Source: an optimization exercise on an open RTL-to-GDS flow (aim: small area, a short achievable clock period and few clock cycles per item). Production flows keep margins and buffers that such runs may drop.
Function was checked by simulation only, so behaviour that the tests miss may differ from the original.

## run A
Design dtc_core, start of the top module:
module dtc_core (
    input  wire               clk,
    input  wire               rst,           
    input  wire               start,
    input  wire signed [15:0] ia,
    input  wire signed [15:0] ib,
    input  wire signed [15:0] ic,
    input  wire        [11:0] vms,
    input  wire               model_en,
    input  wire signed [15:0] cos_th,
    input  wire signed [15:0] sin_th,
    input  wire signed [23:0] t_ref,
    input  wire signed [23:0] f_ref,
    input  wire        [15:0] rs,
    input  wire        [15:0] kv,
    input  wire        [15:0] ld,
    input  wire        [15:0] lq,
    input  wire signed [23:0] psi_pm,
    input  wire        [14:0] model_gain,
    input  wire        [15:0] tq_gain,
    input  wire        [15:0] i_max,
    input  wire        [22:0] t_max,
    input  wire signed [23:0] f_min,
    input  wire signed [23:0] f_max,
    input  wire        [22:0] ht,
    input  wire        [22:0] hf,
    output wire               ready,
    output reg                done,
    output wire        [2:0]  vec,
    output wire signed [23:0] t_est,
    output reg         [23:0] f_est,
    output wire        [1:0]  tq_code,
    output wire               fx_code,
    output wire        [2:0]  sector,
    output wire               cur_lim,
    output wire               ref_lim,
    output wire               sense_fault,
    output wire        [15:0] switches
);
Size in the first run: roughly 21000 cells after synthesis, roughly 1300 flip-flops, ~470 I/O pins, about 180000 um^2 of cells after synthesis.
Settings: LEC_CHECK=0, ABC_AREA=1, CAP_MARGIN=20, CORE_MARGIN=2, CORE_UTILIZATION=40, PLACE_DENSITY=0.6, SLEW_MARGIN=20; clock period 15.0 ns.
standard.sh (not shown) runs the stock make flow with config.mk's settings and CLKGATE_MAP_FILE= SYNTH_SCRIPT=/design/flow/synth_recipe.tcl, a recipe that flattens the netlist after the stock synthesis.
==> flow/flow/run.sh <==
#!/bin/bash
# The standard layout (the standard.sh, unchanged synthesis, floorplan,
# placement, clock tree and routing) with a tighter target for the timing
# repair: the resizer works until the setup slack at the design's clock
# period is at least 8 ns. The constraints and the clock are the design's.
set -euo pipefail
bash standard.sh SETUP_SLACK_MARGIN=8 finish > standard.log 2>&1
Testbench counts of run A, summed over its fixed seeds: cycles 9,648, items 2,400.
[inputs] run B vs run A
- SETUP_SLACK_MARGIN newly set to 5
==> flow/run.sh (new file) <==
#!/bin/bash
# synth_recipe.tcl (not shown) runs the flow's synth.tcl, then flattens the netlist and writes it again
# the make line also repeats each setting of config.mk as NAME=value (left out here)
make -C /OpenROAD-flow-scripts/flow DESIGN_CONFIG=/design/flow/config.mk WORK_HOME=/design/flow/orfs CLKGATE_MAP_FILE= SYNTH_SCRIPT=/design/flow/synth_recipe.tcl finish
removed: flow/flow/run.sh
removed: flow/standard.sh
Notes after the runs:
Delta (run B minus run A): clock tree cell share of total cell area went up 0.35 points; count of clock-buffer cells in the layout went down 15; clock latency on the worst-skew pair went down 40 ps; non-clock buffer contribution to total cell area went down 5.2 points; number of instances resized during post-cts repair went down 2192. Of the two candidates, run A has the worse cell area and run B the better one. Run B against run A: number of global-route vias before repair moved down, non-clock buffer count moved down, peak fanout along the critical path moved up. For run B, the critical path capture point was b_pcbe[17], unlike run A, where it was sq[47].
Here is what was changed in the inputs of run C compared with run B.
- a deleted ABC_AREA that had been 1
- an added ABC_CLOCK_PERIOD_IN_PS of 6000
==> comparison <==
- Run B -> run C: register area flat
- Re number of I/O pins: no difference whatsoever between run B and run C.
- Between run B and run C, the final worst-path cycle share figures differ only marginally.
- The run with more routed wire is run C, not run B.
- Taking run B as the reference point, the clock network latency to the later pin of the worst-skew pair of run C rises by 40 ps.
- Compared with run B, run C instantiates a larger number of cells.

Setup of west:
Starting RTL as in the previous note.
## dtc_core
module dtc_core (
    input  wire               clk,
    input  wire               rst,           
    input  wire               start,
    input  wire signed [15:0] ia,
    input  wire signed [15:0] ib,
    input  wire signed [15:0] ic,
    input  wire        [11:0] vms,
    input  wire               model_en,
    input  wire signed [15:0] cos_th,
    input  wire signed [15:0] sin_th,
    input  wire signed [23:0] t_ref,
    input  wire signed [23:0] f_ref,
    input  wire        [15:0] rs,
    input  wire        [15:0] kv,
    input  wire        [15:0] ld,
    input  wire        [15:0] lq,
    input  wire signed [23:0] psi_pm,
    input  wire        [14:0] model_gain,
    input  wire        [15:0] tq_gain,
    input  wire        [15:0] i_max,
    input  wire        [22:0] t_max,
    input  wire signed [23:0] f_min,
    input  wire signed [23:0] f_max,
    input  wire        [22:0] ht,
    input  wire        [22:0] hf,
    output wire               ready,
    output reg                done,
    output wire        [2:0]  vec,
    output wire signed [23:0] t_est,
    output reg         [23:0] f_est,
    output wire        [1:0]  tq_code,
    output wire               fx_code,
    output wire        [2:0]  sector,
    output wire               cur_lim,
  ...
clock: 15.0 ns
lec_check: 0
abc_area: 1
cap_margin: 20
core_margin: 2
core_utilization: 40
place_density: 0.6
slew_margin: 20
==> flow/flow/run.sh <==
#!/bin/bash
# The standard layout (the standard.sh, unchanged synthesis, floorplan,
# placement, clock tree and routing) with a tighter target for the timing
# repair: the resizer works until the setup slack at the design's clock
# period is at least 6 ns. The constraints and the clock are the design's.
set -euo pipefail
bash standard.sh SETUP_SLACK_MARGIN=6 finish > standard.log 2>&1
west completed every stage of the flow, and the final layout passed the timing, design-rule and antenna checks.
Testbench counts of west, summed over its fixed seeds: cycles 9,648, items 2,400.
Inputs modified between west and east:
- setting ABC_CLOCK_PERIOD_IN_PS to 6000 for the first time
- setting SETUP_SLACK_MARGIN to 5 for the first time
- setting CTS_BUF_LIST to sky130_fd_sc_hd__clkbuf_4 sky130_fd_sc_hd__clkbuf_8 for the first time
- removing ABC_AREA (formerly 1)
==> flow/run.sh (new file) <==
#!/bin/bash
# synth_recipe.tcl (not shown) runs the flow's synth.tcl, then flattens the netlist and writes it again
# the make line also repeats each setting of config.mk as NAME=value (left out here)
make -C /OpenROAD-flow-scripts/flow DESIGN_CONFIG=/design/flow/config.mk WORK_HOME=/design/flow/orfs CLKGATE_MAP_FILE= SYNTH_SCRIPT=/design/flow/synth_recipe.tcl finish
removed: flow/flow/run.sh
removed: flow/standard.sh
==> run notes <==
Cmp east vs west: finished layout cell area higher in east
Share of the cycle needed by the critical path after routing was lower in west than in east.
Summary of east over west: post-layout minimum cycle time now sits higher; number of fill cells in the layout rose 1645; fraction of final layout cells sized beyond drive strength 1 increased 1.6 points; number of logic inverters in the finished layout went down.
Worst-case headroom to the max-slew limit ended up 0.35 points higher on east than on west.
For number of levels in the clock H-tree, west and east come out practically identical.
Share of cell area taken by flip-flops and latches: east vs west down 0.70 points

[static timing again, ports no longer ideal]
The results above use ideal ports. As a check the final layouts listed here were re-extracted and re-timed, cells and wires unchanged.
Step 1 assumes that a clkbuf_16 drives the clock port and a buf_2 every other input.
Step 2 also shifts input and output timing later by t, the mid clock arrival at the registers, as if the neighbouring blocks saw the same clock.
Slacks: ideal ports / drivers / drivers and shift; pairs: ideal ports / drivers.
run | shift t [ns] | setup WS [ns] | worst hold slack (ns) | worst register clock-pin slew, ns
run A | 1.054 | 6.680 / 6.680 / 6.680 | 0.322 / 0.322 / 0.322 | 0.08 / 0.08
run B | 1.022 | 5.175 / 5.175 / 5.175 | 0.340 / 0.340 / 0.340 | 0.07 / 0.07
run C | 1.047 | 5.171 / 5.171 / 5.171 | 0.339 / 0.339 / 0.339 | 0.08 / 0.08
west | 1.027 | 6.118 / 6.118 / 6.118 | 0.341 / 0.341 / 0.341 | 0.07 / 0.07
east | 1.278 | 5.164 / 5.164 / 5.164 | 0.335 / 0.335 / 0.335 | 0.09 / 0.09
After both steps setup and hold are still met in every run listed.
